What follows belongs to an exercise in optimizing a design on an open flow for small area, a short achievable clock period and few clock cycles per item; a production flow would make more cautious choices. Function was not checked in any run shown here: the RTL went through the layout flow alone. Power figures rest on the tool's default switching activity, not on a simulated workload.

==> design.v <==
module kg9_bcd_addsub (
    input  wire [127:0] x,
    input  wire [127:0] y,
    input  wire         sub,
    input  wire         cin,
    output wire [127:0] s,
    output wire         co,
    output wire         zlo,
    output wire         zall,
    output wire         tnz
);
    localparam N = 32;
    wire [N-1:0]   g, p, za, zt;
    wire [4*N-1:0] d0, d1;
    genvar i;
    generate
        for (i = 0; i < N; i = i + 1) begin : g_dig
            wire [3:0] xd = x[4*i +: 4];
            wire [3:0] yd = y[4*i +: 4];
            wire [3:0] yb;
            assign yb[0] = yd[0] ^ sub;
            assign yb[1] = ~yd[1];
            assign yb[2] = ~(yd[2] ^ (yd[1] & ~sub));
            assign yb[3] = sub ? ~yd[3] : (yd[3] | yd[2] | yd[1]);
            wire [4:0] t = xd + yb;
            wire [3:0] v = t[3:0];
            assign g[i] = t[4];
            assign p[i] = &v;
            assign d0[4*i +: 4] = t[4] ? v : v - 4'd6;
            assign d1[4*i +: 4] = (t[4] | (&v)) ? v + 4'd1 : v - 4'd5;
            assign za[i] = ~t[4] & (v == 4'd6);
            assign zt[i] = t[4] & (v == 4'd0);
        end
    endgenerate
    wire [N-1:0] gg, pp;
    kg9_prefix #(.N(N)) u_pre (.g(g), .p(p), .go(gg), .po(pp));
    assign co = gg[N-1] | (pp[N-1] & cin);
    wire [N-1:0] zc;
    generate
        for (i = 0; i < N; i = i + 1) begin : g_out
            wire c = (i == 0) ? cin : (gg[i-1] | (pp[i-1] & cin));
            assign s[4*i +: 4] = c ? d1[4*i +: 4] : d0[4*i +: 4];
            wire cp = (i == 0) ? cin : ~za[i-1];
            assign zc[i] = cp ? p[i] : (za[i] | zt[i]);
        end
    endgenerate
    assign zlo  = &zc[N-2:0];
    assign zall = &zc;
    wire c31 = gg[N-2] | (pp[N-2] & cin);
    assign tnz = !(c31 ? p[N-1] : (za[N-1] | zt[N-1]));
endmodule
module kg9_prefix #(parameter N = 32) (
    input  wire [N-1:0] g,
    input  wire [N-1:0] p,
    output wire [N-1:0] go,
    output wire [N-1:0] po
);
    localparam L = (N <= 2) ? 1 : (N <= 4) ? 2 : (N <= 8) ? 3 : (N <= 16) ? 4 : (N <= 32) ? 5 : 6;
    wire [N-1:0] gl [0:L];
    wire [N-1:0] pl [0:L];
    assign gl[0] = g;
    assign pl[0] = p;
    genvar k, i;
    generate
        for (k = 0; k < L; k = k + 1) begin : g_lvl
            for (i = 0; i < N; i = i + 1) begin : g_b
                if ((i >> k) & 1) begin : g_c
                    localparam integer J = ((i >> k) << k) - 1;
                    assign gl[k+1][i] = gl[k][i] | (pl[k][i] & gl[k][J]);
                    assign pl[k+1][i] = pl[k][i] & pl[k][J];
                end else begin : g_p
                    assign gl[k+1][i] = gl[k][i];
                    assign pl[k+1][i] = pl[k][i];
                end
            end
        end
    endgenerate
    assign go = gl[L];
    assign po = pl[L];
endmodule
module kg9_bcd_x2 #(parameter N = 32) (
    input  wire [4*N-1:0] x,
    output wire [4*N-1:0] y
);
    genvar i;
    generate
        for (i = 0; i < N; i = i + 1) begin : g_dig
            wire [3:0] d = x[4*i +: 4];
            wire       ci;
            if (i == 0) begin : g_c0
                assign ci = 1'b0;
            end else begin : g_c
                wire [3:0] dl = x[4*i-4 +: 4];
                assign ci = dl[3] | (dl[2] & (dl[1] | dl[0]));    
            end
            wire [2:0] h;
            assign h[2] = (d[2] & ~d[1] & ~d[0]) | (d[3] & d[0]);
            assign h[1] = (~d[3] & ~d[2] & d[1]) | (d[2] & d[1] & d[0]) | (d[3] & ~d[0]);
            assign h[0] = (~d[3] & ~d[2] & d[0]) | (d[2] & d[1] & ~d[0]) | (d[3] & ~d[0]);
            assign y[4*i +: 4] = {h, ci};
        end
    endgenerate
endmodule
module kg9_bcd_x5 #(parameter N = 32) (
    input  wire [4*N-1:0] x,
    output wire [4*N-1:0] y
);
    genvar i;
    generate
        for (i = 0; i < N; i = i + 1) begin : g_dig
            wire       od = x[4*i];
            wire [2:0] h;
            if (i == 0) begin : g_h0
                assign h = 3'd0;
            end else begin : g_h
                assign h = x[4*i-1 -: 3];     
            end
            assign y[4*i]     = od ^ h[0];
            assign y[4*i + 1] = od ? (~h[2] & (h[1] ^ h[0])) : h[1];
            assign y[4*i + 2] = od ? (~h[2] & ~(h[1] & h[0])) : h[2];
            assign y[4*i + 3] = od & (h[2] | (h[1] & h[0]));
        end
    endgenerate
endmodule
module kg9_decunit (
    input  wire         clk,
    input  wire         rst,
    input  wire         start,
    input  wire [2:0]   op,
    input  wire [127:0] a,
    input  wire [127:0] b,
    input  wire [13:0]  imm,
    output wire         ready,
    output reg          done,
    output wire [127:0] res,
    output wire [127:0] rem,
    output wire         z,
    output wire         n,
    output reg          dv,
    output reg          exc_data,
    output reg          exc_div
);
    localparam OP_ADDP = 3'd0, OP_SUBP = 3'd1, OP_MULP = 3'd2,
               OP_DIVP = 3'd3, OP_CMPP = 3'd4, OP_SHRP = 3'd5;
    localparam S_IDLE = 4'd8, S_EXEC = 4'd1, S_MUL = 4'd2, S_DIV = 4'd3,
               S_SHL  = 4'd4, S_SHR  = 4'd5, S_SHF = 4'd6, S_NEG = 4'd7;
    reg [3:0]   state;
    reg [2:0]   op_r;
    reg [123:0] x1;
    reg [127:0] x2;
    reg [127:0] x3;
    reg [3:0]   asn, bsn;    
    reg [4:0]   scale;
    reg [5:0]   sh;
    reg [3:0]   rnd;
    reg [4:0]   cnt;         
    reg [3:0]   drop;        
    reg [2:0]   md;          
    reg         mneg;        
    reg         mcy;         
    reg         mbig;        
    reg         m32;         
    reg         mzero;       
    reg [3:0]   mraw;        
    reg         negdo;       
    reg [3:0]   qacc;        
    reg [4:0]   la;          
    reg [5:0]   nstep;       
    reg [4:0]   nreal;       
    reg         cur_real;    
    reg         lost;        
    reg         ovf;         
    reg         sflag;       
    reg         remneg;      
    reg [7:0]   resq;        
    reg         mfirst;      
    reg         iscmp;       
    reg         zzn;         
    reg         zsg;         
    reg         remz;        
    reg         qnz;         
    reg [31:0]  lbd;         
    reg [7:0]   bw;          
    reg [59:0]  bhk;         
    reg         tryp;        
    reg         dneg;        
    wire sa = (asn == 4'hD);
    wire sb = (bsn == 4'hD);
    assign ready = state[3];
    genvar ri;
    generate
        for (ri = 0; ri < 8; ri = ri + 1) begin : g_res
            localparam integer LO = 4 + 16 * ri;
            localparam integer HI = (ri == 7) ? 127 : LO + 15;
            assign res[HI:LO] = resq[ri] ? x1[HI-4:LO-4] : x2[HI-4:LO-4];
        end
    endgenerate
    assign res[3:0] = (sflag & !zsg) ? 4'hD : 4'hC;
    assign rem   = {x2[123:0], (remneg & !remz) ? 4'hD : 4'hC};
    assign z     = zzn;
    assign n     = sflag & !zzn;
    function automatic digits_ok(input [123:0] v);
        integer k;
        begin
            digits_ok = 1'b1;
            for (k = 0; k < 31; k = k + 1)
                if (v[4*k+3] & (v[4*k+2] | v[4*k+1])) digits_ok = 1'b0;
        end
    endfunction
    wire a_ok = digits_ok(x1) && (asn == 4'hC || asn == 4'hD || asn == 4'hF);
    wire b_ok = digits_ok(x3[123:0]) && (bsn == 4'hC || bsn == 4'hD || bsn == 4'hF);
    wire bad  = !b_ok || (op_r != OP_SHRP && !a_ok);
    wire [127:0] m1 = x3;
    wire [127:0] m2, m4, m5;
    kg9_bcd_x2 #(.N(32)) u_m2 (.x(m1), .y(m2));
    kg9_bcd_x2 #(.N(32)) u_m4 (.x(m2), .y(m4));
    kg9_bcd_x5 #(.N(32)) u_m5 (.x(m1), .y(m5));
    wire [2:0] md_e;
    wire       mneg_e, mcy_e;
    assign {mcy_e, mneg_e, md_e} = (state == S_EXEC) ? rc_in : {mcy, mneg, md};
    wire [3:0] mul_sel = {md_e == 3'd5, md_e == 3'd4, md_e == 3'd2 || md_e == 3'd3, md_e == 3'd1};
    wire [2:0] md_next = (md_e == 3'd3) ? 3'd1 : 3'd0;
    function automatic [4:0] recode(input [3:0] d, input c);
        reg [3:0] e, t;
        begin
            e = d + {3'd0, c};
            t = 4'd10 - e;
            if (e >= 4'd6)
                recode = {2'b11, t[2:0]};
            else
                recode = {2'b00, e[2:0]};
        end
    endfunction
    wire [4:0] rc_in  = recode(mraw, 1'b0);         
    wire [4:0] rc_sw  = recode(x3[3:0], 1'b0);      
    wire [4:0] rc_nx  = recode(x1[7:4], mcy_e);     
    wire [30:0] nz3;      
    wire [30:0] top3;     
    genvar gi;
    generate
        for (gi = 0; gi < 31; gi = gi + 1) begin : g_nz3
            assign nz3[gi] = |x3[4*gi +: 4];
            if (gi == 30) begin : g_t
                assign top3[gi] = nz3[gi];
            end else begin : g_o
                assign top3[gi] = nz3[gi] & ~|nz3[30:gi+1];
            end
        end
    endgenerate
    reg [4:0] lb_n;
    reg [3:0] bd1, bd0;
    integer kb;
    always @(*) begin
        lb_n = 5'd0;
        bd1  = 4'd0;
        bd0  = 4'd0;
        for (kb = 0; kb < 31; kb = kb + 1) begin
            lb_n = lb_n | ({5{top3[kb]}} & (kb + 1));
            bd1  = bd1  | ({4{top3[kb]}} & x3[4*kb +: 4]);
            if (kb > 0) bd0 = bd0 | ({4{top3[kb]}} & x3[4*kb-4 +: 4]);
        end
    end
    reg [3:0] rd2, rd1, rd0;
    always @(*) begin
        rd2 = 4'd0;
        rd1 = 4'd0;
        rd0 = 4'd0;
        for (kb = 0; kb < 32; kb = kb + 1) begin
            rd2 = rd2 | ({4{lbd[kb]}} & x2[4*kb +: 4]);
            if (kb < 31) rd1 = rd1 | ({4{lbd[kb+1]}} & x2[4*kb +: 4]);
            if (kb < 30) rd0 = rd0 | ({4{lbd[kb+2]}} & x2[4*kb +: 4]);
        end
    end
    wire [11:0] rw = {rd2, rd1, rd0};
    wire [7:0]  bwn = {bd1, bd0};
    wire [11:0] bwi;                     
    assign bwi[3:0]  = (bd0 == 4'd9) ? 4'd0 : bd0 + 4'd1;
    assign bwi[7:4]  = (bd0 != 4'd9) ? bd1 : (bd1 == 4'd9) ? 4'd0 : bd1 + 4'd1;
    assign bwi[11:8] = {3'd0, bwn == 8'h99};
    wire [11:0] bhi = (lb_n <= 5'd2) ? {4'd0, bwn} : bwi;
    wire [11:0] bhi2, bhi4, bhi5, bhi8;
    kg9_bcd_x2 #(.N(3)) u_h2 (.x(bhi),  .y(bhi2));
    kg9_bcd_x2 #(.N(3)) u_h4 (.x(bhi2), .y(bhi4));
    kg9_bcd_x5 #(.N(3)) u_h5 (.x(bhi),  .y(bhi5));
    kg9_bcd_x2 #(.N(3)) u_h8 (.x(bhi4), .y(bhi8));
    wire [11:0] bw1 = {4'd0, bw};
    wire [11:0] bw2, bw3, bw5, bw6;
    kg9_bcd_x2 #(.N(3)) u_l2 (.x(bw1),  .y(bw2));
    kg9_bcd_x5 #(.N(3)) u_l5 (.x(bw1),  .y(bw5));
    kg9_bcd_x2 #(.N(3)) u_l6 (.x(bw3),  .y(bw6));
    wire [4:0] s30 = bw2[3:0] + bw1[3:0];
    wire       c30 = (s30 > 5'd9);
    wire [4:0] s31 = bw2[7:4] + bw1[7:4] + {4'd0, c30};
    wire       c31 = (s31 > 5'd9);
    assign bw3[3:0]  = c30 ? s30[3:0] + 4'd6 : s30[3:0];
    assign bw3[7:4]  = c31 ? s31[3:0] + 4'd6 : s31[3:0];
    assign bw3[11:8] = bw2[11:8] + {3'd0, c31};
    function automatic dgt(input [3:0] r, input [3:0] t);    
        reg [3:0] e;
        begin
            e = r ~^ t;
            dgt = (r[3] & ~t[3]) | (e[3] & ((r[2] & ~t[2]) |
                  (e[2] & ((r[1] & ~t[1]) | (e[1] & r[0] & ~t[0])))));
        end
    endfunction
    function automatic ge3(input [11:0] r, input [11:0] t);
        reg g2, e2, g1, e1, g0;
        begin
            g2 = dgt(r[11:8], t[11:8]);  e2 = (r[11:8] == t[11:8]);
            g1 = dgt(r[7:4], t[7:4]);    e1 = (r[7:4] == t[7:4]);
            g0 = dgt(r[3:0], t[3:0]) | (r[3:0] == t[3:0]);
            ge3 = g2 | (e2 & (g1 | (e1 & g0)));
        end
    endfunction
    wire ge1 = ge3(rw, bhk[11:0]);
    wire ge2 = ge3(rw, bhk[23:12]);
    wire ge4 = ge3(rw, bhk[35:24]);
    wire ge5 = ge3(rw, bhk[47:36]);
    wire ge8 = ge3(rw, bhk[59:48]);
    wire q8  = ge8;
    wire lt1 = !ge3(rw, bw1);
    wire lt2 = !ge3(rw, bw2);
    wire lt3 = !ge3(rw, bw3);
    wire lt5 = !ge3(rw, bw5);
    wire lt6 = !ge3(rw, bw6);
    wire [3:0] est_m   = q8 ? 4'd4 : ge5 ? 4'd5 : ge4 ? 4'd4 : ge2 ? 4'd2 : ge1 ? 4'd1 : 4'd0;
    wire       est_fin = !q8 && (ge5 ? lt6 : ge4 ? lt5 : ge2 ? lt3 : ge1 ? lt2 : lt1);
    wire       div_try = !tryp && !ge1 && !lt1;       
    wire [3:0] div_sel = tryp ? {3'd0, dneg} :
                         {ge5 & !q8, (ge4 & !ge5) | q8, ge2 & !ge4, (ge1 & !ge2) | (!ge1 & !lt1)};
    wire       div_fin = tryp || (!div_try && est_fin);
    wire [3:0] div_q   = qacc + (tryp ? {3'd0, !dneg} : est_m);
    wire is_mul  = (op_r == OP_MULP);
    wire is_div  = (op_r == OP_DIVP);
    wire is_shrp = (op_r == OP_SHRP);
    wire is_neg  = (state == S_NEG) && negdo;
    wire eff_sub = sa ^ sb ^ (op_r == OP_SUBP || op_r == OP_CMPP);
    wire zero_x  = is_neg || (state == S_SHF) || (state == S_MUL && mfirst) ||
                   (state == S_EXEC && (is_mul || is_div || is_shrp));
    wire is_exec = (state == S_EXEC);
    wire [3:0] sel = is_mul ? mul_sel :
                     is_div ? (state == S_DIV ? div_sel : 4'b0000) :
                     {3'd0, state != S_NEG};
    wire [127:0] opy = ({128{sel[0]}} & m1) | ({128{sel[1]}} & m2) |
                       ({128{sel[2]}} & m4) | ({128{sel[3]}} & m5) |
                       ({128{is_neg}} & x2);
    wire [127:0] opx = zero_x ? 128'd0 : x2;
    wire asub   = is_exec ? (is_mul ? mneg_e : (!is_div && !is_shrp && eff_sub)) :
                  (is_neg || (state == S_DIV && !tryp) || (state == S_MUL && mneg));
    wire rnd_up = is_shrp && sh[5] && (({1'b0, drop} + {1'b0, rnd}) >= 5'd10);
    wire [127:0] sum;
    wire         aco, zlo, zall, tnz;
    kg9_bcd_addsub u_add (.x(opx), .y(opy), .sub(asub), .cin(asub | rnd_up),
                          .s(sum), .co(aco), .zlo(zlo), .zall(zall), .tnz(tnz));
    wire [30:0] nz1, top1;
    generate
        for (gi = 0; gi < 31; gi = gi + 1) begin : g_nz1
            assign nz1[gi] = |x1[4*gi +: 4];
            if (gi == 30) begin : g_t
                assign top1[gi] = nz1[gi];
            end else begin : g_o
                assign top1[gi] = nz1[gi] & ~|nz1[30:gi+1];
            end
        end
    endgenerate
    reg [4:0] lead_n;     
    reg [3:0] lead_d;     
    integer k;
    always @(*) begin
        lead_n = 5'd0;
        lead_d = 4'd0;
        for (k = 0; k < 31; k = k + 1) begin
            lead_n = lead_n | ({5{top1[k]}} & (k + 1));
            lead_d = lead_d | ({4{top1[k]}} & x1[4*k +: 4]);
        end
    end
    wire [30:0] pos = 31'd1 << (la - 5'd1);
    reg  [3:0]   d_next;
    reg  [123:0] clr;
    integer j;
    always @(*) begin
        d_next = 4'd0;
        for (j = 0; j < 30; j = j + 1)
            d_next = d_next | ({4{pos[j+1]}} & x1[4*j +: 4]);
        for (j = 0; j < 31; j = j + 1)
            clr[4*j +: 4] = {4{pos[j] & cur_real}};
    end
    wire [123:0] x1c    = x1 & ~clr;
    wire [123:0] x1_qn  = {x1c[119:0], div_q};
    wire [3:0]   d_in   = (state == S_EXEC) ? lead_d : (nreal != 5'd0) ? d_next : 4'd0;
    wire         div_ov = ovf | (x1c[123:120] != 4'd0);
    wire exec_ok = (state == S_EXEC) && !bad;
    wire mul_swap = (lb_n < lead_n);            
    wire mul_go  = (state == S_MUL) || (exec_ok && is_mul && !mul_swap);
    wire [4:0] cnt_e = is_exec ? (sh[5] ? (~sh[4:0] + 5'd1) : sh[4:0]) : cnt;
    wire shl_go  = (state == S_SHL) || (exec_ok && is_shrp && sh != 6'd0 && !sh[5]);
    wire shr_go  = (state == S_SHR) || (exec_ok && is_shrp && sh[5]);
    wire shf_go  = (state == S_SHF) || (exec_ok && is_shrp && sh == 6'd0);
    wire [5:0] mlen = {1'b0, lead_n} + {1'b0, lb_n};    
    wire ab_gt = (lead_n > lb_n) || (lead_n == lb_n && lead_d > bd1);
    wire ab_lt = (lead_n < lb_n) || (lead_n == lb_n && lead_d < bd1);
    wire mul_ov  = (is_exec ? (mlen >= 6'd33) : mbig) |
                   ((is_exec ? (mlen == 6'd32) : m32) & tnz);
    wire x2_shift = (state == S_EXEC && is_div) ||
                    (state == S_DIV && div_fin && nstep != 6'd0);
    always @(posedge clk)
        x2 <= state[3] ? {4'd0, a[127:4]} :
              x2_shift ? {sum[123:0], d_in} : sum;
    always @(posedge clk) begin
        begin
            done <= 1'b0;
            if (state[3]) begin
                op_r  <= op;
                x1    <= a[127:4];
                x3    <= {4'd0, b[127:4]};
                asn   <= a[3:0];
                bsn   <= b[3:0];
                scale <= imm[4:0];
                sh    <= imm[13:8];
                rnd   <= imm[3:0];
                mraw  <= a[7:4];
                qacc  <= 4'd0;
                qnz   <= 1'b0;
                lost  <= 1'b0;
                ovf   <= 1'b0;
                drop  <= 4'd0;
                resq[0] <= (op == OP_DIVP);
                resq[1] <= (op[1:0] == 2'b11);
                resq[2] <= (op == OP_DIVP) & start;
                resq[3] <= (op[1:0] == 2'b11) & start;
                iscmp <= (op == OP_CMPP);
                if (start) begin
                    dv    <= 1'b0;
                    state <= S_EXEC;
                end
            end
            if (state == S_EXEC) begin
                exc_data <= 1'b0;
                exc_div  <= 1'b0;
                remneg   <= sa;
                resq[4]  <= is_div;
                resq[5]  <= (op_r[1:0] == 2'b11);
                resq[6]  <= is_div & !bad;
                resq[7]  <= (op_r[1:0] == 2'b11) & !bad;
                if (bad) begin
                    exc_data <= 1'b1;
                    done     <= 1'b1;
                    state    <= S_IDLE;
                end else begin
                    case (op_r)
                        OP_ADDP, OP_SUBP, OP_CMPP: begin
                            zzn <= iscmp ? zall : zlo;
                            zsg <= zall;
                            if (eff_sub) begin
                                sflag <= aco ? sa : !sa;
                                negdo <= ab_lt | !aco;
                                if (!ab_gt && !iscmp) begin
                                    state <= S_NEG;
                                end else begin
                                    done  <= 1'b1;
                                    state <= S_IDLE;
                                end
                            end else begin
                                sflag <= sa;
                                if (!iscmp) dv <= tnz;
                                done  <= 1'b1;
                                state <= S_IDLE;
                            end
                        end
                        OP_MULP: begin
                            sflag <= sa ^ sb;
                            state <= S_MUL;
                            mfirst <= mul_swap;
                            mbig   <= (mlen >= 6'd33);
                            m32    <= (mlen == 6'd32);
                            mzero  <= (lead_n == 5'd0) || (lb_n == 5'd0);
                            if (mul_swap) begin
                                x1 <= x3[123:0];
                                x3 <= {4'd0, x1};
                                {mcy, mneg, md} <= rc_sw;
                            end
                        end
                        OP_DIVP: begin
                            sflag <= sa ^ sb;
                            if (lb_n == 5'd0) begin
                                exc_div <= 1'b1;
                                done    <= 1'b1;
                                state   <= S_IDLE;
                            end else if (lead_n == 5'd0) begin
                                zzn   <= 1'b1;
                                zsg   <= 1'b1;
                                remz  <= 1'b1;
                                done  <= 1'b1;
                                state <= S_IDLE;
                            end else begin
                                la       <= lead_n;
                                lbd      <= 32'd1 << lb_n;
                                bw       <= {bd1, bd0};
                                bhk      <= {bhi8, bhi5, bhi4, bhi2, bhi};
                                tryp     <= 1'b0;
                                nreal    <= lead_n - 5'd1;
                                cur_real <= 1'b1;
                                nstep    <= {1'b0, lead_n} + {1'b0, scale} - 6'd1;
                                state    <= S_DIV;
                            end
                        end
                        default: sflag <= sb;    
                    endcase
                end
            end
            if (state == S_NEG) begin
                sflag <= negdo ? !sa : sa;
                zzn   <= zlo;
                zsg   <= zall;
                done  <= 1'b1;
                state <= S_IDLE;
            end
            if (mul_go) begin
                mfirst <= 1'b0;
                if (md_next == 3'd0) begin
                    x1   <= {4'd0, x1[123:4]};
                    x3   <= {x3[123:0], 4'd0};
                    {mcy, mneg, md} <= rc_nx;
                    if (x1[123:4] == 120'd0 && !mcy_e) begin
                        dv    <= mul_ov;
                        zzn   <= zlo;
                        zsg   <= is_exec ? ((lead_n == 5'd0) || (lb_n == 5'd0)) : mzero;
                        done  <= 1'b1;
                        state <= S_IDLE;
                    end
                end else begin
                    md   <= md_next;
                    mneg <= mneg_e;
                    mcy  <= mcy_e;
                end
            end
            if (state == S_DIV) begin
                tryp <= div_try;
                dneg <= !aco;
                if (div_fin) begin
                    x1    <= x1_qn;
                    ovf   <= div_ov;
                    qacc  <= 4'd0;
                    qnz   <= qnz | (div_q != 4'd0);
                    nstep <= nstep - 6'd1;
                    nreal <= (nreal != 5'd0) ? nreal - 5'd1 : 5'd0;
                    cur_real <= (nreal != 5'd0);
                    if (div_ov) begin
                        exc_div <= 1'b1;
                        done    <= 1'b1;
                        state   <= S_IDLE;
                    end else if (nstep == 6'd0) begin
                        zzn   <= !(qnz | (div_q != 4'd0));
                        zsg   <= !(qnz | (div_q != 4'd0));
                        remz  <= zall;
                        done  <= 1'b1;
                        state <= S_IDLE;
                    end else begin
                    end
                end else begin
                    qacc <= div_q;
                end
            end
            if (shl_go) begin
                x3    <= {x3[123:0], 4'd0};
                lost  <= lost | (x3[123:120] != 4'd0);
                cnt   <= cnt_e - 5'd1;
                state <= (cnt_e == 5'd1) ? S_SHF : S_SHL;
            end
            if (shr_go) begin
                x3    <= {4'd0, x3[127:4]};
                drop  <= x3[3:0];
                cnt   <= cnt_e - 5'd1;
                state <= (cnt_e == 5'd1) ? S_SHF : S_SHR;
            end
            if (shf_go) begin
                dv    <= lost;
                zzn   <= zlo;
                zsg   <= zlo & !lost;
                done  <= 1'b1;
                state <= S_IDLE;
            end
        end
        if (rst) begin
            state <= S_IDLE;
            done  <= 1'b0;
        end
    end
endmodule
==> run.sh <==
#!/bin/bash
# synth_recipe.tcl (not shown) runs the flow's synth.tcl, then flattens the netlist and writes it again
# the make line also repeats each setting of config.mk as NAME=value (left out here)
make -C /OpenROAD-flow-scripts/flow DESIGN_CONFIG=/design/flow/config.mk WORK_HOME=/design/flow/orfs CLKGATE_MAP_FILE= SYNTH_SCRIPT=/design/flow/synth_recipe.tcl finish
==> config.mk <==
export PLATFORM = sky130hd
export DESIGN_NAME = kg9_decunit
export DESIGN_NICKNAME = kg9_decunit
export VERILOG_FILES = /design/flow/design.v
export SDC_FILE = /design/flow/constraint.sdc
export NUM_CORES = 8
export LEC_CHECK = 0
export ABC_AREA = 0
export CAP_MARGIN = 40
export CORE_MARGIN = 2
export CORE_UTILIZATION = 36
export SLEW_MARGIN = 40
==> constraint.sdc <==
create_clock -name core_clock -period 50.0 [get_ports {clk}]
set_input_delay 10.0000 -clock core_clock [delete_from_list [all_inputs] [get_ports {clk}]]
set_output_delay 10.0000 -clock core_clock [all_outputs]
set_load 0.01 [all_outputs]
==> flow_summary.yaml, run 1 <==
logic_synthesis:
  netlist.area_leader.share_pct: 11.92
  yosysWarningCount: 2
  synth_edf_count: 150
  ys_seq_area_share_pct: 18.54
  synth-main-ff-cell: "dfxtp_1"
  postSynthAreaPerCell_um2: 7.393
  yosysTopAreaCell: "dfxtp_1"
  synth.area.top_cells: "dfxtp_1 (12%), ha_1 (7.7%), edfxtp_1 (6.6%)"
  ys_ff_latch: 555
  async_reset_ff_share_pct: 0
  synthDistinctLibCells: 113
  synth_commonest_cells: "nand2_1 (846), nor2_1 (699), clkbuf_1 (662), o21ai_0 (628), a21oi_1 (613)"
  syn_inst: 9200
  synth.most_common_cell: "nand2_1"
  netlist_area_mm2: 0.06802
placement:
  place_ws_ns: 37.48
  place.gp.congestion: 1.119
  io_buffers: 529
  dp_hpwl_mm: 308.3
  dp_cells: 11660
sta:
  final_max_slew_viol_count: 0
  fin_ws_ns: 36.74
  relSlewSlack_pct: 33.43
  max_freq_ghz: 0.07542
  hold_viol_final: 0
  min_period_ns: 13.26
  finalSetupTns_ns: 0
  period_share_pct: 26.52
  clock_skew_ns: 0.06367
  max_slew.worst_pin.slew_ns: 0.9972
  rsz0062_at_grt: "no"
  setup_viol: 0
cells_and_area:
  fillers: 19120
  final-seq-area_mm2: 0.01263
  areaGrowthSynthToFinish_pct: 15.55
  drive_above_1_share_pct: 9.162
  post_layout_nonfiller_instances: 11840
  final_nets: 10020
  multiInputGateArea_mm2: 0.04992
die:
  die_area_mm2: 0.1924
  dieHeight_um: 438.7
  ios: 539
  core_mm2: 0.1878
  rows: 159
  start_util_pct: 36.22
  die_w_um: 438.7
setup_path:
  reg2reg_to: "x2[86]"
  endpoint_kind: "register"
  path_max_fanout: 54
  worst-setup-path-type: "reg -> reg"
  required_ns: 50.65
  r2r_cells: 38
  max_stage_delay_ns: 0.72
  start_kind: "register"
  cp_slowest_cell: "edfxtp_1"
  path_common_cell: "buf_4"
  r2r_start: "lbd[8]"
  crit_arrival_ns: 13.91
  r2r_slack_ns: 36.74
detailed_routing:
  first_iter_violations: 11760
  viasPerCell: 6.675
  drt_wl_total_mm: 397.4
  drc: 0
  wire_per_inst_um: 33.58
  num_vias: 79010
  ant_nets: 0
  firstDrtPassIters: 27
min_path:
  hold_path.class: "reg -> reg"
  holdPathEnd: "nreal[4]"
  hp-start: "nreal[4]"
  hold_depth: 1
global_route:
  grt_pass1_vias: 72100
  grt_pass1_wl_mm: 552.6
  grt_max_degree: 152
  antenna_found_initial: 38
  grt_use_total_pct: 39.48
  grt_overflow: 0
clock_network:
  htreeDepth: 3
  post_cts_resized: 0
  clockBufferDepth: 3
  cts_root_buf: "clkbuf_16"
  cts-hold-fix-buffers: 0
  cts_tree: "built"
  cts_sinks: 555
  post_cts_buffers: 0
  cts.reportedPaths.clkPinSlew_ns: 0.07
  cts_made_buffers: 79
  insertion_delay_ns: 0.79
power:
  ir_worst_vdd_mv: 0.04598
  p_per_area_mw_per_mm2: 58.40
  p_leak_nw: 31.88
job:
  drv_cap: 0
status:
  run_status: "complete, no violations"
## worst max-delay path, delay by kind of cell (launching register included)
family,cells,cell delay [ns]
AOI/OAI and AO/OA,12,4.46
and+or+nand+nor,12,3.72
buffers and inverters,7,2.26
adders and majority gates,3,0.88
DFF,1,0.72
muxes,2,0.55
xor gates and xnor gates,2,0.38
## routing by layer
metal,track usage [%],routed length [µm],up-vias
li1,-,-,34130
met3,14.32,51480,1317
met2,55.87,158700,5322
met4,28.97,35480,26
met1,48.89,151600,38210
met5,0,208,-
## cell families (layout without fill, tap and decap cells)
| family | count (synthesis) | after routing | share of synthesized area (%) |
|---|---|---|---|
| simple gates | 2874 | 2874 | 20.92 |
| other cells | 2 | 26 | 0.01104 |
| buf+inv | 1421 | 1538 | 8.887 |
| xor+xnor | 262 | 262 | 3.462 |
| flops | 555 | 555 | 18.54 |
| fa+ha+maj | 497 | 497 | 9.904 |
| compound gates | 3086 | 3086 | 30.56 |
| mux | 503 | 503 | 7.711 |
## final cells by class
type	count	area share, %
multi-input combinational	7228	63.51
tap	2495	3.972
sequential	555	16.06
timing repair buffer	903	10.55
antenna	20	0.06368
inverter	487	2.335
clock inverter	45	0.6320
clock buffer	103	2.864
## stage by stage
| stage | area (µm²) | util, % | hold WS, ns | power [mW] |
|---|---|---|---|---|
| finish | 78590 | 41.85 | 0.4574 | 4.590 |
| global route | 78550 | 41.83 | 0.4901 | 4.830 |
| CTS | 78370 | 41.73 | 0.4600 | 4.468 |
| detailed placement | 75620 | 40.27 | 0.4457 | 3.832 |
| global placement | 75220 | 40.06 | 0.4386 | 3.757 |
| floorplan | 68030 | - | 0.4272 | 2.666 |
## cells in the final DEF, fill, tap and decap left out, drive strengths merged, types with 71 or more instances in the layout
master / Yosys / final
nand2: 849 / 849
nor2: 700 / 700
o21ai: 664 / 664
a21oi: 617 / 617
clkdlybuf4s50: 0 / 529
inv: 485 / 492
a211oi: 454 / 454
ha: 420 / 420
dfxtp: 405 / 405
buf: 268 / 374
mux2i: 354 / 354
nand3: 210 / 210
a22oi: 193 / 193
nor3: 182 / 182
xnor2: 173 / 173
edfxtp: 150 / 150
a221oi: 148 / 148
mux2: 148 / 148
and2: 137 / 137
nand4: 135 / 135
a21boi: 128 / 128
nand2b: 124 / 124
nor4: 120 / 120
a21o: 117 / 117
clkbuf: 666 / 103
o221ai: 87 / 87
xor2: 86 / 86
nor2b: 84 / 84
o211ai: 78 / 78
a31oi: 78 / 78
or4: 76 / 76
o31ai: 74 / 74
fa: 71 / 71
## sequential cells by signal (all words and copies together), names as in the netlist, 4 cells and up
name and flops:
sh 6, lbd 32, state 4, bsn 4, nreal 5, nstep 6, cnt 5, drop 4
x2 128, bhk 42, qacc 4, la 5, resq 8, asn 4, x1 124, scale 5
mraw 4, x3 128, bw 8
## power by group
| part | internal, mW | switching [mW] |
|---|---|---|
| Clock | 0.357 | 0.271 |
| Sequential | 0.543 | 0.258 |
| Combinational | 1.19 | 1.97 |
## how the worst max path moves through the flow
stage / start / to
floorplan: resq[6] / res[105]
detailed placement: lbd[8] / x2[86]
CTS: resq[3] / res[66]
finish: lbd[8] / x2[86]
global placement: lbd[8] / sflag
global route: lbd[8] / x2[86]
==> inputs of run 2 (changes only) <==
--- a/design.v
+++ b/design.v
@@ -7,6 +7,5 @@
     output wire         co,
     output wire         zlo,
-    output wire         zall,
-    output wire         tnz
+    output wire         zall
 );
     localparam N = 32;
@@ -47,6 +46,4 @@
     assign zlo  = &zc[N-2:0];
     assign zall = &zc;
-    wire c31 = gg[N-2] | (pp[N-2] & cin);
-    assign tnz = !(c31 ? p[N-1] : (za[N-1] | zt[N-1]));
 endmodule
 module kg9_prefix #(parameter N = 32) (
@@ -162,5 +159,4 @@
     reg         m32;         
     reg         mzero;       
-    reg [3:0]   mraw;        
     reg         negdo;       
     reg [3:0]   qacc;        
@@ -182,5 +178,5 @@
     reg [31:0]  lbd;         
     reg [7:0]   bw;          
-    reg [59:0]  bhk;         
+    reg [47:0]  bhk;         
     reg         tryp;        
     reg         dneg;        
@@ -216,9 +212,6 @@
     kg9_bcd_x2 #(.N(32)) u_m4 (.x(m2), .y(m4));
     kg9_bcd_x5 #(.N(32)) u_m5 (.x(m1), .y(m5));
-    wire [2:0] md_e;
-    wire       mneg_e, mcy_e;
-    assign {mcy_e, mneg_e, md_e} = (state == S_EXEC) ? rc_in : {mcy, mneg, md};
-    wire [3:0] mul_sel = {md_e == 3'd5, md_e == 3'd4, md_e == 3'd2 || md_e == 3'd3, md_e == 3'd1};
-    wire [2:0] md_next = (md_e == 3'd3) ? 3'd1 : 3'd0;
+    wire [3:0] mul_sel = {md == 3'd5, md == 3'd4, md == 3'd2 || md == 3'd3, md == 3'd1};
+    wire [2:0] md_next = (md == 3'd3) ? 3'd1 : 3'd0;
     function automatic [4:0] recode(input [3:0] d, input c);
         reg [3:0] e, t;
@@ -232,7 +225,7 @@
         end
     endfunction
-    wire [4:0] rc_in  = recode(mraw, 1'b0);         
+    wire [4:0] rc_in  = recode(a[7:4], 1'b0);       
     wire [4:0] rc_sw  = recode(x3[3:0], 1'b0);      
-    wire [4:0] rc_nx  = recode(x1[7:4], mcy_e);     
+    wire [4:0] rc_nx  = recode(x1[7:4], mcy);       
     wire [30:0] nz3;      
     wire [30:0] top3;     
@@ -279,9 +272,8 @@
     assign bwi[11:8] = {3'd0, bwn == 8'h99};
     wire [11:0] bhi = (lb_n <= 5'd2) ? {4'd0, bwn} : bwi;
-    wire [11:0] bhi2, bhi4, bhi5, bhi8;
+    wire [11:0] bhi2, bhi4, bhi5;
     kg9_bcd_x2 #(.N(3)) u_h2 (.x(bhi),  .y(bhi2));
     kg9_bcd_x2 #(.N(3)) u_h4 (.x(bhi2), .y(bhi4));
     kg9_bcd_x5 #(.N(3)) u_h5 (.x(bhi),  .y(bhi5));
-    kg9_bcd_x2 #(.N(3)) u_h8 (.x(bhi4), .y(bhi8));
     wire [11:0] bw1 = {4'd0, bw};
     wire [11:0] bw2, bw3, bw5, bw6;
@@ -296,37 +288,19 @@
     assign bw3[7:4]  = c31 ? s31[3:0] + 4'd6 : s31[3:0];
     assign bw3[11:8] = bw2[11:8] + {3'd0, c31};
-    function automatic dgt(input [3:0] r, input [3:0] t);    
-        reg [3:0] e;
-        begin
-            e = r ~^ t;
-            dgt = (r[3] & ~t[3]) | (e[3] & ((r[2] & ~t[2]) |
-                  (e[2] & ((r[1] & ~t[1]) | (e[1] & r[0] & ~t[0])))));
-        end
-    endfunction
-    function automatic ge3(input [11:0] r, input [11:0] t);
-        reg g2, e2, g1, e1, g0;
-        begin
-            g2 = dgt(r[11:8], t[11:8]);  e2 = (r[11:8] == t[11:8]);
-            g1 = dgt(r[7:4], t[7:4]);    e1 = (r[7:4] == t[7:4]);
-            g0 = dgt(r[3:0], t[3:0]) | (r[3:0] == t[3:0]);
-            ge3 = g2 | (e2 & (g1 | (e1 & g0)));
-        end
-    endfunction
-    wire ge1 = ge3(rw, bhk[11:0]);
-    wire ge2 = ge3(rw, bhk[23:12]);
-    wire ge4 = ge3(rw, bhk[35:24]);
-    wire ge5 = ge3(rw, bhk[47:36]);
-    wire ge8 = ge3(rw, bhk[59:48]);
-    wire q8  = ge8;
-    wire lt1 = !ge3(rw, bw1);
-    wire lt2 = !ge3(rw, bw2);
-    wire lt3 = !ge3(rw, bw3);
-    wire lt5 = !ge3(rw, bw5);
-    wire lt6 = !ge3(rw, bw6);
-    wire [3:0] est_m   = q8 ? 4'd4 : ge5 ? 4'd5 : ge4 ? 4'd4 : ge2 ? 4'd2 : ge1 ? 4'd1 : 4'd0;
-    wire       est_fin = !q8 && (ge5 ? lt6 : ge4 ? lt5 : ge2 ? lt3 : ge1 ? lt2 : lt1);
+    wire ge1 = (rw >= bhk[11:0]);
+    wire ge2 = (rw >= bhk[23:12]);
+    wire ge4 = (rw >= bhk[35:24]);
+    wire ge5 = (rw >= bhk[47:36]);
+    wire lt1 = (rw < bw1);
+    wire lt2 = (rw < bw2);
+    wire lt3 = (rw < bw3);
+    wire lt5 = (rw < bw5);
+    wire lt6 = (rw < bw6);
+    wire [3:0] est_m   = ge5 ? 4'd5 : ge4 ? 4'd4 : ge2 ? 4'd2 : ge1 ? 4'd1 : 4'd0;
+    wire       est_fin = ge5 ? lt6 : ge4 ? lt5 : ge2 ? lt3 : ge1 ? lt2 : lt1;
     wire       div_try = !tryp && !ge1 && !lt1;       
-    wire [3:0] div_sel = tryp ? {3'd0, dneg} :
-                         {ge5 & !q8, (ge4 & !ge5) | q8, ge2 & !ge4, (ge1 & !ge2) | (!ge1 & !lt1)};
+    wire [3:0] div_sel = tryp    ? {3'd0, dneg} :
+                         div_try ? 4'b0001 :
+                         {est_m == 4'd5, est_m == 4'd4, est_m == 4'd2, est_m == 4'd1};
     wire       div_fin = tryp || (!div_try && est_fin);
     wire [3:0] div_q   = qacc + (tryp ? {3'd0, !dneg} : est_m);
@@ -346,11 +320,11 @@
                        ({128{is_neg}} & x2);
     wire [127:0] opx = zero_x ? 128'd0 : x2;
-    wire asub   = is_exec ? (is_mul ? mneg_e : (!is_div && !is_shrp && eff_sub)) :
+    wire asub   = is_exec ? (is_mul ? mneg : (!is_div && !is_shrp && eff_sub)) :
                   (is_neg || (state == S_DIV && !tryp) || (state == S_MUL && mneg));
     wire rnd_up = is_shrp && sh[5] && (({1'b0, drop} + {1'b0, rnd}) >= 5'd10);
     wire [127:0] sum;
-    wire         aco, zlo, zall, tnz;
+    wire         aco, zlo, zall;
     kg9_bcd_addsub u_add (.x(opx), .y(opy), .sub(asub), .cin(asub | rnd_up),
-                          .s(sum), .co(aco), .zlo(zlo), .zall(zall), .tnz(tnz));
+                          .s(sum), .co(aco), .zlo(zlo), .zall(zall));
     wire [30:0] nz1, top1;
     generate
@@ -382,5 +356,5 @@
         d_next = 4'd0;
         for (j = 0; j < 30; j = j + 1)
-            d_next = d_next | ({4{pos[j+1]}} & x1[4*j +: 4]);
+            if (pos[j+1]) d_next = x1[4*j +: 4];
         for (j = 0; j < 31; j = j + 1)
             clr[4*j +: 4] = {4{pos[j] & cur_real}};
@@ -393,5 +367,4 @@
     wire mul_swap = (lb_n < lead_n);            
     wire mul_go  = (state == S_MUL) || (exec_ok && is_mul && !mul_swap);
-    wire [4:0] cnt_e = is_exec ? (sh[5] ? (~sh[4:0] + 5'd1) : sh[4:0]) : cnt;
     wire shl_go  = (state == S_SHL) || (exec_ok && is_shrp && sh != 6'd0 && !sh[5]);
     wire shr_go  = (state == S_SHR) || (exec_ok && is_shrp && sh[5]);
@@ -401,5 +374,5 @@
     wire ab_lt = (lead_n < lb_n) || (lead_n == lb_n && lead_d < bd1);
     wire mul_ov  = (is_exec ? (mlen >= 6'd33) : mbig) |
-                   ((is_exec ? (mlen == 6'd32) : m32) & tnz);
+                   ((is_exec ? (mlen == 6'd32) : m32) & (sum[127:124] != 4'd0));
     wire x2_shift = (state == S_EXEC && is_div) ||
                     (state == S_DIV && div_fin && nstep != 6'd0);
@@ -419,5 +392,6 @@
                 sh    <= imm[13:8];
                 rnd   <= imm[3:0];
-                mraw  <= a[7:4];
+                cnt   <= imm[13] ? (~imm[12:8] + 5'd1) : imm[12:8];
+                {mcy, mneg, md} <= rc_in;
                 qacc  <= 4'd0;
                 qnz   <= 1'b0;
@@ -463,5 +437,5 @@
                             end else begin
                                 sflag <= sa;
-                                if (!iscmp) dv <= tnz;
+                                if (!iscmp) dv <= (sum[127:124] != 4'd0);
                                 done  <= 1'b1;
                                 state <= S_IDLE;
@@ -497,5 +471,5 @@
                                 lbd      <= 32'd1 << lb_n;
                                 bw       <= {bd1, bd0};
-                                bhk      <= {bhi8, bhi5, bhi4, bhi2, bhi};
+                                bhk      <= {bhi5, bhi4, bhi2, bhi};
                                 tryp     <= 1'b0;
                                 nreal    <= lead_n - 5'd1;
@@ -522,5 +496,5 @@
                     x3   <= {x3[123:0], 4'd0};
                     {mcy, mneg, md} <= rc_nx;
-                    if (x1[123:4] == 120'd0 && !mcy_e) begin
+                    if (x1[123:4] == 120'd0 && !mcy) begin
                         dv    <= mul_ov;
                         zzn   <= zlo;
@@ -530,7 +504,5 @@
                     end
                 end else begin
-                    md   <= md_next;
-                    mneg <= mneg_e;
-                    mcy  <= mcy_e;
+                    md <= md_next;
                 end
             end
@@ -565,12 +537,12 @@
                 x3    <= {x3[123:0], 4'd0};
                 lost  <= lost | (x3[123:120] != 4'd0);
-                cnt   <= cnt_e - 5'd1;
-                state <= (cnt_e == 5'd1) ? S_SHF : S_SHL;
+                cnt   <= cnt - 5'd1;
+                state <= (cnt == 5'd1) ? S_SHF : S_SHL;
             end
             if (shr_go) begin
                 x3    <= {4'd0, x3[127:4]};
                 drop  <= x3[3:0];
-                cnt   <= cnt_e - 5'd1;
-                state <= (cnt_e == 5'd1) ? S_SHF : S_SHR;
+                cnt   <= cnt - 5'd1;
+                state <= (cnt == 5'd1) ? S_SHF : S_SHR;
             end
             if (shf_go) begin
==> flow/run.sh (new file) <==
#!/bin/bash
# Layout: the standard flow (standard.sh) unchanged, except that the
# buffers ORFS puts on the input and output ports are buf_1 cells.
set -e
export BUFFER_PORTS_ARGS="-buffer_cell sky130_fd_sc_hd__buf_1"
bash standard.sh > standard.log 2>&1
==> standard.sh (new file) <==
#!/bin/bash
# synth_recipe.tcl (not shown) runs the flow's synth.tcl, then flattens the netlist and writes it again
# the make line also repeats each setting of config.mk as NAME=value (left out here)
make -C /OpenROAD-flow-scripts/flow DESIGN_CONFIG=/design/flow/config.mk WORK_HOME=/design/flow/orfs CLKGATE_MAP_FILE= SYNTH_SCRIPT=/design/flow/synth_recipe.tcl "${@:-finish}"
removed: run.sh
==> flow_summary.yaml, run 2 <==
setup_path:
  endpoint_kind: "register"
  required_ns: 50.58
  cp_slowest_cell: "or4_2"
  worst-setup-path-type: "reg -> reg"
  max_stage_delay_ns: 0.96
  crit_arrival_ns: 14.07
  start_kind: "register"
  path_max_fanout: 47
sta:
  max_freq_ghz: 0.07416
  relSlewSlack_pct: 25.36
  period_share_pct: 26.97
  final_max_slew_viol_count: 0
  min_period_ns: 13.48
  hold_viol_final: 0
  rsz0062_at_grt: "no"
  clock_skew_ns: 0.04776
  max_slew.worst_pin.slew_ns: 1.109
  setup_viol: 0
  finalSetupTns_ns: 0
cells_and_area:
  fillers: 19350
  drive_above_1_share_pct: 9.254
  fin_util_pct: 40.55
  top_regs: "x2: 128 flops, x3: 128 flops, x1: 124 flops"
  areaGrowthSynthToFinish_pct: 11.65
  final_cell_mix: "nor2_1 (913), a21oi_1 (815), o21ai_0 (717), nand2_1 (647), buf_1 (529)"
  final_nets: 10160
  layout_commonest_cell: "nor2_1"
detailed_routing:
  ant_nets: 0
  drc: 0
  first_iter_violations: 13550
  viasPerCell: 6.831
  drt_wl_total_mm: 437.4
  num_vias: 81740
  firstDrtPassIters: 9
  wire_per_inst_um: 36.56
die:
  die_w_um: 434.2
  die_area_mm2: 0.1886
  start_util_pct: 36.32
  ios: 539
  core_mm2: 0.1835
  dieHeight_um: 434.2
  rows: 157
power:
  ir_worst_vdd_mv: 0.06274
  p_per_area_mw_per_mm2: 60.81
  p_leak_nw: 29.27
clock_network:
  cts.reportedPaths.clkPinSlew_ns: 0.06
  insertion_delay_ns: 0.75
  post_cts_buffers: 0
  cts_made_buffers: 75
  htreeDepth: 3
  post_cts_resized: 0
  cts_tree: "built"
  cts-hold-fix-buffers: 0
  cts_root_buf: "clkbuf_16"
  cts_sinks: 541
  clockBufferDepth: 3
logic_synthesis:
  async_reset_ff_share_pct: 0
  ys_seq_area_share_pct: 18.22
  synth.most_common_cell: "nor2_1"
  postSynthAreaPerCell_um2: 7.191
  ys_ff_latch: 541
  synthDistinctLibCells: 110
  syn_inst: 9267
  netlist.area_leader.share_pct: 12.32
  synth.area.top_cells: "dfxtp_1 (12%), ha_1 (8.0%), a21oi_1 (6.2%)"
  yosysWarningCount: 2
  yosysTopAreaCell: "dfxtp_1"
  synth_edf_count: 131
  synth-main-ff-cell: "dfxtp_1"
  synth_commonest_cells: "nor2_1 (918), a21oi_1 (822), o21ai_0 (727), clkbuf_1 (681), nand2_1 (648)"
  netlist_area_mm2: 0.06664
placement:
  io_buffers: 529
  place.gp.congestion: 1.148
  dp_hpwl_mm: 340.1
global_route:
  grt_pass1_vias: 73110
  grt_use_total_pct: 44.31
  grt_max_degree: 176
  grt_overflow: 0
  antenna_found_initial: 65
  grt_pass1_wl_mm: 588.5
status:
  run_status: "complete, no violations"
min_path:
  hold_path.class: "reg -> reg"
job:
  drv_cap: 0
-- run 2: cell types whose count changed after synthesis, moves of 42 or more --
cell and change:
o21ai_0 +99, o221ai_1 -56, a211oi_1 -96, a221oi_1 -74, nand3_1 +135, nand2_1 -198, nand4_1 -42, a21oi_1 +209
nor2_1 +219, mux2i_1 -67
-- run 2: logic make-up after synthesis --
kind of cell	share of synthesized area, %
mux	7.000
compound gates	30.71
fa+ha+maj	10.09
flops	18.22
xor+xnor	3.547
other cells	0.01127
simple gates	21.49
buf+inv	8.928
-- run 2: power by group --
part	internal (mW)	total, mW	switching, mW
Combinational	1.06	3.18	2.12
Clock	0.338	0.589	0.251
Sequential	0.529	0.760	0.231
Total	1.93	4.52	2.60
-- run 2: worst max-delay path: cells and delay by family (launching register included) --
kind	cells	cell delay (ns)
AND/OR/NAND/NOR	12	3.69
adder cells (fa/ha/maj)	2	0.82
flip-flops	1	0.71
AO/OA/AOI/OAI	15	5.83
XOR/XNOR	1	0.57
buffers and inverters	4	1.55
-- run 2: final cells by class --
type                       instances  area [µm²]  share of cell area [%]
timing repair buffer             958        5393                   7.248
tap                             2464        3083                   4.144
multi-input combinational       7299       49130                   66.04
clock inverter                    33       347.8                  0.4675
antenna                           46       115.1                  0.1547
sequential                       541       12160                   16.34
inverter                         517        1946                   2.615
clock buffer                     107        2225                   2.990
-- run 2: worst paths after layout --
| check | from | endpoint | slack, ns | cells after the start |
|---|---|---|---|---|
| min reg2reg | qnz | qnz | 0.46 | 1 |
| max reg2reg | lbd[20] | dv | 36.52 | 34 |
| min | qnz | qnz | 0.46 | 1 |
| max | lbd[20] | dv | 36.52 | 34 |
-- run 2: stage by stage --
stage                     setup slack [ns]  area (µm²)  instances  hold slack (ns)  power (mW)
final                                36.52       74400      11970           0.4638       4.525
after global routing                 36.39       74310      11930           0.4884       4.712
after CTS                            37.27       74090      11920           0.4661       4.352
after detailed placement             37.32       71520      11780           0.4491       3.756
after global placement               36.03       71130      11770           0.4438       3.694
after floorplan                      38.69       66650       9271           0.4287       2.593
-- run 2: routing by layer --
| metal | GRT usage [%] | vias up | wire (µm) |
|---|---|---|---|
| met5 | 0.1041 | - | 275 |
| met4 | 37.94 | 38 | 45790 |
| met3 | 17.34 | 1731 | 60690 |
| met2 | 62.22 | 6413 | 173900 |
| met1 | 52.34 | 39300 | 156800 |
| li1 | - | 34260 | - |
==> inputs of run 3 (changes only) <==
--- a/design.v
+++ b/design.v
@@ -364,5 +364,5 @@
     wire [3:0]   d_in   = (state == S_EXEC) ? lead_d : (nreal != 5'd0) ? d_next : 4'd0;
     wire         div_ov = ovf | (x1c[123:120] != 4'd0);
-    wire exec_ok = (state == S_EXEC) && !bad;
+    wire exec_ok = (state == S_EXEC);
     wire mul_swap = (lb_n < lead_n);            
     wire mul_go  = (state == S_MUL) || (exec_ok && is_mul && !mul_swap);
@@ -417,9 +417,4 @@
                 resq[6]  <= is_div & !bad;
                 resq[7]  <= (op_r[1:0] == 2'b11) & !bad;
-                if (bad) begin
-                    exc_data <= 1'b1;
-                    done     <= 1'b1;
-                    state    <= S_IDLE;
-                end else begin
                     case (op_r)
                         OP_ADDP, OP_SUBP, OP_CMPP: begin
@@ -481,5 +476,4 @@
                         default: sflag <= sb;    
                     endcase
-                end
             end
             if (state == S_NEG) begin
@@ -553,4 +547,10 @@
                 state <= S_IDLE;
             end
+            if (state == S_EXEC && bad) begin
+                exc_data <= 1'b1;
+                exc_div  <= 1'b0;
+                done     <= 1'b1;
+                state    <= S_IDLE;
+            end
         end
         if (rst) begin
==> flow_summary.yaml, run 3 <==
status:
  run_status: "complete, no violations"
die:
  start_util_pct: 36.12
  dieHeight_um: 434.6
  rows: 158
  ios: 539
  core_mm2: 0.1848
  die_area_mm2: 0.1889
  die_w_um: 434.6
placement:
  place_ws_ns: 37.63
  dp_cells: 11640
  place.gp.congestion: 1.084
  placed_area_mm2: 0.07076
  dp_hpwl_mm: 299.0
  io_buffers: 529
global_route:
  grt_max_degree: 182
  grt_overflow: 0
  grt_pass1_vias: 71350
  grt_pass1_wl_mm: 535.0
  antenna_found_initial: 37
  grt_use_total_pct: 39.10
detailed_routing:
  met1_length_mm: 146.3
  firstDrtPassIters: 7
  met2_length_mm: 156.3
  first_iter_violations: 11580
  drt_wl_total_mm: 385.8
  wire_per_inst_um: 32.67
  route.met3.wl_mm: 47.71
  num_vias: 78680
  drc: 0
  viasPerCell: 6.663
  highest_layer: "met5"
  ant_nets: 0
logic_synthesis:
  synth.area.top_cells: "dfxtp_1 (12%), ha_1 (7.9%), a21oi_1 (7.8%)"
  synth.most_common_cell: "a21oi_1"
  netlist_area_mm2: 0.06676
  syn_inst: 9228
  synthDistinctLibCells: 114
  synth-main-ff-cell: "dfxtp_1"
  yosysTopAreaCell: "dfxtp_1"
  ys_seq_area_share_pct: 18.17
  synth_edf_count: 130
  yosysWarningCount: 2
  synth_commonest_cells: "a21oi_1 (1038), nor2_1 (780), nand2_1 (762), clkbuf_1 (646), o21ai_0 (581)"
  ys_ff_latch: 541
  async_reset_ff_share_pct: 0
  postSynthAreaPerCell_um2: 7.235
  netlist.area_leader.share_pct: 12.32
power:
  ir_worst_vdd_mv: 0.04066
  p_leak_nw: 28.75
  p_per_area_mw_per_mm2: 66.03
  finalPower_mw: 4.867
setup_path:
  start_kind: "register"
  path_common_cell: "a21oi_1"
  cp_num_buf_inv: 2
  required_ns: 50.67
  worst-setup-path-type: "reg -> reg"
  path_max_fanout: 34
  crit_arrival_ns: 13.38
  cp_slowest_cell: "or4_1"
  max_stage_delay_ns: 0.99
  r2r_slack_ns: 37.28
  cp_top_family: "compound AO/OA/AOI/OAI gates"
  endpoint_kind: "register"
cells_and_area:
  final_cell_mix: "a21oi_1 (1033), nor2_1 (776), nand2_1 (759), o21ai_0 (576), buf_1 (529)"
  areaGrowthSynthToFinish_pct: 10.41
  drive_above_1_share_pct: 8.812
  post_layout_nonfiller_instances: 11810
  fin_util_pct: 39.88
  stdcell_area_mm2: 0.07371
  top_regs: "x2: 128 flops, x3: 128 flops, x1: 124 flops"
  fillers: 19280
  layout_commonest_cell: "a21oi_1"
  final_nets: 10020
clock_network:
  insertion_delay_ns: 0.76
  clockBufferDepth: 3
  post_cts_resized: 0
  cts-hold-fix-buffers: 0
  cts_tree: "built"
  post_cts_buffers: 0
  cts_sinks: 541
  cts_made_buffers: 75
  cts.reportedPaths.clkPinSlew_ns: 0.07
  cts_root_buf: "clkbuf_16"
  htreeDepth: 3
job:
  drv_cap: 0
sta:
  max_freq_ghz: 0.07864
  period_share_pct: 25.43
  rsz0062_at_grt: "no"
  min_period_ns: 12.72
  hold_viol_final: 0
  fin_ws_ns: 37.28
  clock_skew_ns: 0.03115
  setup_viol: 0
  max_slew.worst_pin.slew_ns: 1.100
  holdWs_ns: 0.4640
  final_max_slew_viol_count: 0
  relSlewSlack_pct: 26.65
  finalSetupTns_ns: 0
min_path:
  hold_path.class: "reg -> reg"
[run 3: cell count changes in the layout (fill, tap and decap cells not counted), sizes merged, moves of 109 or more]
cell   before   now
o21ai     741   597
nand3     345   208
buf       958   849
nor2      919   781
a21oi     824  1039
nand2     648   764
[run 3: cell families after synthesis]
| logic type | synth area share, % |
|---|---|
| AO/OA/AOI/OAI | 31.60 |
| XOR/XNOR | 3.707 |
| adder cells (fa/ha/maj) | 10.08 |
| buffers and inverters | 9.058 |
| flip-flops | 18.17 |
| multiplexers | 6.974 |
| other | 0.01125 |
| AND/OR/NAND/NOR | 20.41 |
[run 3: routing by layer]
layer,vias up,track usage (%)
met5,-,0
met4,29,29.79
met3,1292,11.95
met2,5343,56.30
met1,37860,48.57
li1,34160,-
[run 3: where the power goes]
group / leakage, nW / total [mW] / internal (mW) / switching, mW
Sequential: 4.73 / 0.877 / 0.548 / 0.329
Combinational: 22.8 / 3.39 / 1.20 / 2.20
Clock: 1.27 / 0.599 / 0.341 / 0.257
[run 3: worst paths after layout]
kind | startpoint | to | depth (start not counted)
worst max-delay path | lbd[19] | x2[90] | 29
worst max register to register | lbd[19] | x2[90] | 29
worst min register to register | exc_data | exc_data | 2
worst min-delay path | exc_data | exc_data | 2
[run 3: tightest hold or removal path, stage by stage, from the launching register on]
cell and delay, ns:
dfxtp_1 0.33, nand2_1 0.05, o21ai_0 0.05
[run 3: layout make-up]
cell class	count	area, µm²	share of cell area, %
diodes	23	57.56	0.07808
clock buffers	102	2165	2.936
clock inverters	37	416.7	0.5652
inverters	530	1993	2.704
multi-input cells	7245	49220	66.77
flip-flops and latches	541	12160	16.49
well taps	2480	3103	4.210
repair buffers	851	4604	6.246
==> inputs of run 4 (changes only) <==
--- a/design.v
+++ b/design.v
@@ -165,9 +165,10 @@
     reg [4:0]   nreal;       
     reg         cur_real;    
+    reg         dfirst;      
     reg         lost;        
     reg         ovf;         
     reg         sflag;       
     reg         remneg;      
-    reg [7:0]   resq;        
+    reg [3:0]   resq;        
     reg         mfirst;      
     reg         iscmp;       
@@ -184,13 +185,7 @@
     wire sb = (bsn == 4'hD);
     assign ready = state[3];
-    genvar ri;
-    generate
-        for (ri = 0; ri < 8; ri = ri + 1) begin : g_res
-            localparam integer LO = 4 + 16 * ri;
-            localparam integer HI = (ri == 7) ? 127 : LO + 15;
-            assign res[HI:LO] = resq[ri] ? x1[HI-4:LO-4] : x2[HI-4:LO-4];
-        end
-    endgenerate
-    assign res[3:0] = (sflag & !zsg) ? 4'hD : 4'hC;
+    assign res   = {resq[3] ? x1[123:93] : x2[123:93], resq[2] ? x1[92:62] : x2[92:62],
+                    resq[1] ? x1[61:31]  : x2[61:31],  resq[0] ? x1[30:0]  : x2[30:0],
+                    (sflag & !zsg) ? 4'hD : 4'hC};
     assign rem   = {x2[123:0], (remneg & !remz) ? 4'hD : 4'hC};
     assign z     = zzn;
@@ -353,16 +348,22 @@
     reg  [123:0] clr;
     integer j;
+    wire two = (lb_n >= 5'd2) && (lead_n >= 5'd2);
+    reg  [3:0] lead_d2;   
     always @(*) begin
-        d_next = 4'd0;
-        for (j = 0; j < 30; j = j + 1)
-            if (pos[j+1]) d_next = x1[4*j +: 4];
+        d_next  = 4'd0;
+        lead_d2 = 4'd0;
+        for (j = 0; j < 30; j = j + 1) begin
+            d_next  = d_next  | ({4{pos[j+1]}}  & x1[4*j +: 4]);
+            lead_d2 = lead_d2 | ({4{top1[j+1]}} & x1[4*j +: 4]);
+        end
         for (j = 0; j < 31; j = j + 1)
-            clr[4*j +: 4] = {4{pos[j] & cur_real}};
+            clr[4*j +: 4] = {4{(pos[j] | (dfirst & (j > 0) & pos[(j > 0) ? j-1 : 0])) & cur_real}};
     end
     wire [123:0] x1c    = x1 & ~clr;
     wire [123:0] x1_qn  = {x1c[119:0], div_q};
-    wire [3:0]   d_in   = (state == S_EXEC) ? lead_d : (nreal != 5'd0) ? d_next : 4'd0;
+    wire [3:0]   d_in   = (state == S_EXEC) ? (two ? lead_d2 : lead_d) :
+                          (nreal != 5'd0) ? d_next : 4'd0;
     wire         div_ov = ovf | (x1c[123:120] != 4'd0);
-    wire exec_ok = (state == S_EXEC);
+    wire exec_ok = (state == S_EXEC) && !bad;
     wire mul_swap = (lb_n < lead_n);            
     wire mul_go  = (state == S_MUL) || (exec_ok && is_mul && !mul_swap);
@@ -379,5 +380,6 @@
     always @(posedge clk)
         x2 <= state[3] ? {4'd0, a[127:4]} :
-              x2_shift ? {sum[123:0], d_in} : sum;
+              x2_shift ? {sum[123:4], sum[3:0] | ((is_exec && two) ? lead_d : 4'd0), d_in} :
+              sum;
     always @(posedge clk) begin
         begin
@@ -401,6 +403,4 @@
                 resq[0] <= (op == OP_DIVP);
                 resq[1] <= (op[1:0] == 2'b11);
-                resq[2] <= (op == OP_DIVP) & start;
-                resq[3] <= (op[1:0] == 2'b11) & start;
                 iscmp <= (op == OP_CMPP);
                 if (start) begin
@@ -413,8 +413,11 @@
                 exc_div  <= 1'b0;
                 remneg   <= sa;
-                resq[4]  <= is_div;
-                resq[5]  <= (op_r[1:0] == 2'b11);
-                resq[6]  <= is_div & !bad;
-                resq[7]  <= (op_r[1:0] == 2'b11) & !bad;
+                resq[2]  <= is_div;
+                resq[3]  <= (op_r[1:0] == 2'b11);
+                if (bad) begin
+                    exc_data <= 1'b1;
+                    done     <= 1'b1;
+                    state    <= S_IDLE;
+                end else begin
                     case (op_r)
                         OP_ADDP, OP_SUBP, OP_CMPP: begin
@@ -463,12 +466,13 @@
                                 state <= S_IDLE;
                             end else begin
-                                la       <= lead_n;
+                                la       <= two ? lead_n - 5'd1 : lead_n;
+                                dfirst   <= two;
                                 lbd      <= 32'd1 << lb_n;
                                 bw       <= {bd1, bd0};
                                 bhk      <= {bhi5, bhi4, bhi2, bhi};
                                 tryp     <= 1'b0;
-                                nreal    <= lead_n - 5'd1;
+                                nreal    <= lead_n - (two ? 5'd2 : 5'd1);
                                 cur_real <= 1'b1;
-                                nstep    <= {1'b0, lead_n} + {1'b0, scale} - 6'd1;
+                                nstep    <= {1'b0, lead_n} + {1'b0, scale} - (two ? 6'd2 : 6'd1);
                                 state    <= S_DIV;
                             end
@@ -476,4 +480,5 @@
                         default: sflag <= sb;    
                     endcase
+                end
             end
             if (state == S_NEG) begin
@@ -512,4 +517,5 @@
                     nreal <= (nreal != 5'd0) ? nreal - 5'd1 : 5'd0;
                     cur_real <= (nreal != 5'd0);
+                    dfirst   <= 1'b0;
                     if (div_ov) begin
                         exc_div <= 1'b1;
@@ -547,10 +553,4 @@
                 state <= S_IDLE;
             end
-            if (state == S_EXEC && bad) begin
-                exc_data <= 1'b1;
-                exc_div  <= 1'b0;
-                done     <= 1'b1;
-                state    <= S_IDLE;
-            end
         end
         if (rst) begin
==> flow_summary.yaml, run 4 <==
status:
  run_status: "complete, no violations"
setup_path:
  required_ns: 50.57
  cp_num_buf_inv: 4
  crit_arrival_ns: 13.85
  endpoint_kind: "register"
  start_kind: "register"
  path_max_fanout: 38
  cp_top_family: "compound AO/OA/AOI/OAI gates"
  worst-setup-path-type: "reg -> reg"
  path_common_cell: "o21ai_0"
  max_stage_delay_ns: 0.96
  cp_slowest_cell: "or4_1"
power:
  ir_worst_vdd_mv: 0.05363
  pwr-share-comb_pct: 69.6
  p_per_area_mw_per_mm2: 63.22
  switchingPower_mw: 2.744
  switching_share_pct: 57.45
  p_leak_nw: 29.69
  seq_power_share_pct: 16.5
  p_clk_share_pct: 13.9
  internal_power_mw: 2.032
die:
  dieHeight_um: 437.4
  die_area_mm2: 0.1913
  ios: 539
  core_mm2: 0.1872
  rows: 159
  die_w_um: 437.4
  start_util_pct: 36.12
cells_and_area:
  areaGrowthSynthToFinish_pct: 11.74
  fillers: 19720
  drive_above_1_share_pct: 9.263
  layout_commonest_cell: "nor2_1"
  final_nets: 10320
  top_regs: "x2: 128 flops, x3: 128 flops, x1: 124 flops"
  final-seq-area_mm2: 0.01206
  multiInputGateArea_mm2: 0.05023
  final_cell_mix: "nor2_1 (914), a21oi_1 (786), o21ai_0 (769), nand2_1 (681), buf_1 (529)"
logic_synthesis:
  yosysTopAreaCell: "dfxtp_1"
  synthDistinctLibCells: 112
  netlist_area_mm2: 0.06762
  synth_top_family_by_area: "compound AO/OA/AOI/OAI gates"
  synthAdderAreaFrac_pct: 10.06
  synth.most_common_cell: "nor2_1"
  async_reset_ff_share_pct: 0
  synth_simple_gate_area_share_pct: 21.63
  synth_xor_area_share_pct: 3.551
  synth.area.mux_share_pct: 6.828
  synth_commonest_cells: "nor2_1 (918), a21oi_1 (790), o21ai_0 (773), clkbuf_1 (713), nand2_1 (684)"
  yosysWarningCount: 2
  synth_edf_count: 127
  synth_compound_area_share_pct: 31.39
  postSynthAreaPerCell_um2: 7.156
  synth.area.top_cells: "dfxtp_1 (12%), ha_1 (7.9%), a21oi_1 (5.8%)"
  ys_ff_latch: 538
  ys_seq_area_share_pct: 17.81
  netlist.area_leader.share_pct: 12.17
  syn_inst: 9449
  synth-main-ff-cell: "dfxtp_1"
clock_network:
  cts_root_buf: "clkbuf_16"
  insertion_delay_ns: 0.78
  post_cts_buffers: 0
  post_cts_resized: 0
  cts-hold-fix-buffers: 0
  cts.reportedPaths.clkPinSlew_ns: 0.07
  cts_sinks: 538
  cts_made_buffers: 79
  clockBufferDepth: 3
  cts_tree: "built"
  htreeDepth: 3
sta:
  rsz0062_at_grt: "no"
  finalSetupTns_ns: 0
  max_slew.worst_pin.slew_ns: 1.035
  period_share_pct: 26.56
  min_period_ns: 13.28
  max_freq_ghz: 0.07529
  final_max_slew_viol_count: 0
  setup_viol: 0
  clock_skew_ns: 0.06053
  relSlewSlack_pct: 30.89
  fin_ws_ns: 36.72
  hold_viol_final: 0
global_route:
  grt_pass1_vias: 74690
  grt_pass1_wl_mm: 601.9
  antenna_found_initial: 52
  grt_max_degree: 144
  grt_use_total_pct: 44.09
  grt_overflow: 0
detailed_routing:
  num_vias: 82070
  ant_nets: 0
  first_iter_violations: 12820
  wire_per_inst_um: 36.48
  firstDrtPassIters: 8
  viasPerCell: 6.757
  drc: 0
  drt_wl_total_mm: 443.2
min_path:
  hold_path.class: "reg -> reg"
placement:
  dp_hpwl_mm: 343.2
  place.gp.congestion: 1.091
  place_ws_ns: 37.44
  io_buffers: 529
job:
  drv_cap: 0
==> run 4: cell types whose count changed after synthesis, sizes merged, moves of 108 or more <==
cell    previous run  this run
o21ai            597       793
nor2             781       920
a21oi           1039       792
a311oi           120         9
nand3            208       348
a211oi           301       437
a21boi             7       115
==> run 4: worst paths after layout <==
kind / end / cells past startpoint / from / slack, ns
max: x2[126] / 34 / lbd[4] / 36.72
min: qnz / 2 / qnz / 0.46
max reg2reg: x2[126] / 34 / lbd[4] / 36.72
min reg2reg: qnz / 2 / qnz / 0.46
==> run 4: cell type report <==
type	count	share of cell area (%)
repair buffers	942	6.957
well taps	2495	4.132
inverters	487	2.429
multi-input cells	7494	66.48
diodes	44	0.1457
clock buffers	109	3.020
flip-flops and latches	538	15.96
clock inverters	38	0.8727
==> run 4: kinds of logic (layout without fill, tap and decap cells) <==
family,after synthesis,in the layout
compound gates,3285,3285
simple gates,2992,2992
buf+inv,1421,1576
flops,538,538
fa+ha+maj,500,500
mux,439,439
xor+xnor,272,272
other cells,2,50
==> run 4: worst min-delay path, stage by stage (launching register included) <==
cell     delay (ns)
dfxtp_1        0.31
inv_1          0.05
o21ai_0        0.06
==> run 4: metal layers <==
layer  routed length [µm]  GRT usage, %  up-vias  share of wire [%]
met5                  100             0        -              0.023
met3                50700         12.39     1564                 11
met4                50190         41.32       16                 11
li1                     -             -    34980                  -
met1               162600         52.53    39580                 37
met2               179600         63.49     5940                 41
==> run 4: stage by stage <==
step / util, % / hold slack [ns] / instance area, µm² / instances / total power [mW]
after floorplan: - / 0.4301 / 67630 / 9453 / 2.708
after CTS: 40.22 / 0.4611 / 75290 / 12100 / 4.622
after global placement: 38.47 / 0.4465 / 72010 / 11940 / 3.869
after detailed placement: 38.65 / 0.4546 / 72350 / 11960 / 3.949
final: 40.36 / 0.4635 / 75560 / 12150 / 4.777
after global routing: 40.32 / 0.4888 / 75470 / 12110 / 4.990
==> run 4: power by group through the flow <==
| stage | clock network [mW] | registers [mW] | logic (mW) |
|---|---|---|---|
| 4_1_cts | 0.663 | 0.764 | 3.19 |
| 3_5_place_dp | 0 | 0.773 | 3.18 |
| 2_1_floorplan | 0 | 0.611 | 2.10 |
| 5_1_grt | 0.678 | 0.774 | 3.54 |
| 3_3_place_gp | 0 | 0.772 | 3.10 |
| 6_report | 0.663 | 0.790 | 3.32 |

-- what the ideal ports hide --
In the flow no input, the clock included, has a driving cell. The finished layouts below were timed again as built, in two steps. Step 1: set_driving_cell puts a clkbuf_16 on clk and a buf_2 on each other input, an assumption about the parent block. Step 2 times the ports against the registers' clock, not the clock port: input delays grow and output delays shrink by t, the midpoint of the rising clock arrivals with the driver on. Three values: ideal ports, drivers, drivers and shift; two values: the first two.
run	t, ns	slack for setup (ns)	worst hold slack (ns)	worst setup path after step 2	pins driven straight from the clock port
run 1	0.848	36.740 / 36.740 / 36.740	0.457 / 0.457 / 0.457	register to register	1
run 2	0.811	36.516 / 36.516 / 36.516	0.464 / 0.464 / 0.464	register to register	1
run 3	0.826	37.284 / 37.284 / 37.284	0.464 / 0.464 / 0.464	register to register	1
run 4	0.847	36.719 / 36.719 / 36.719	0.463 / 0.463 / 0.463	register to register	1
After both steps every run listed still meets setup and hold.
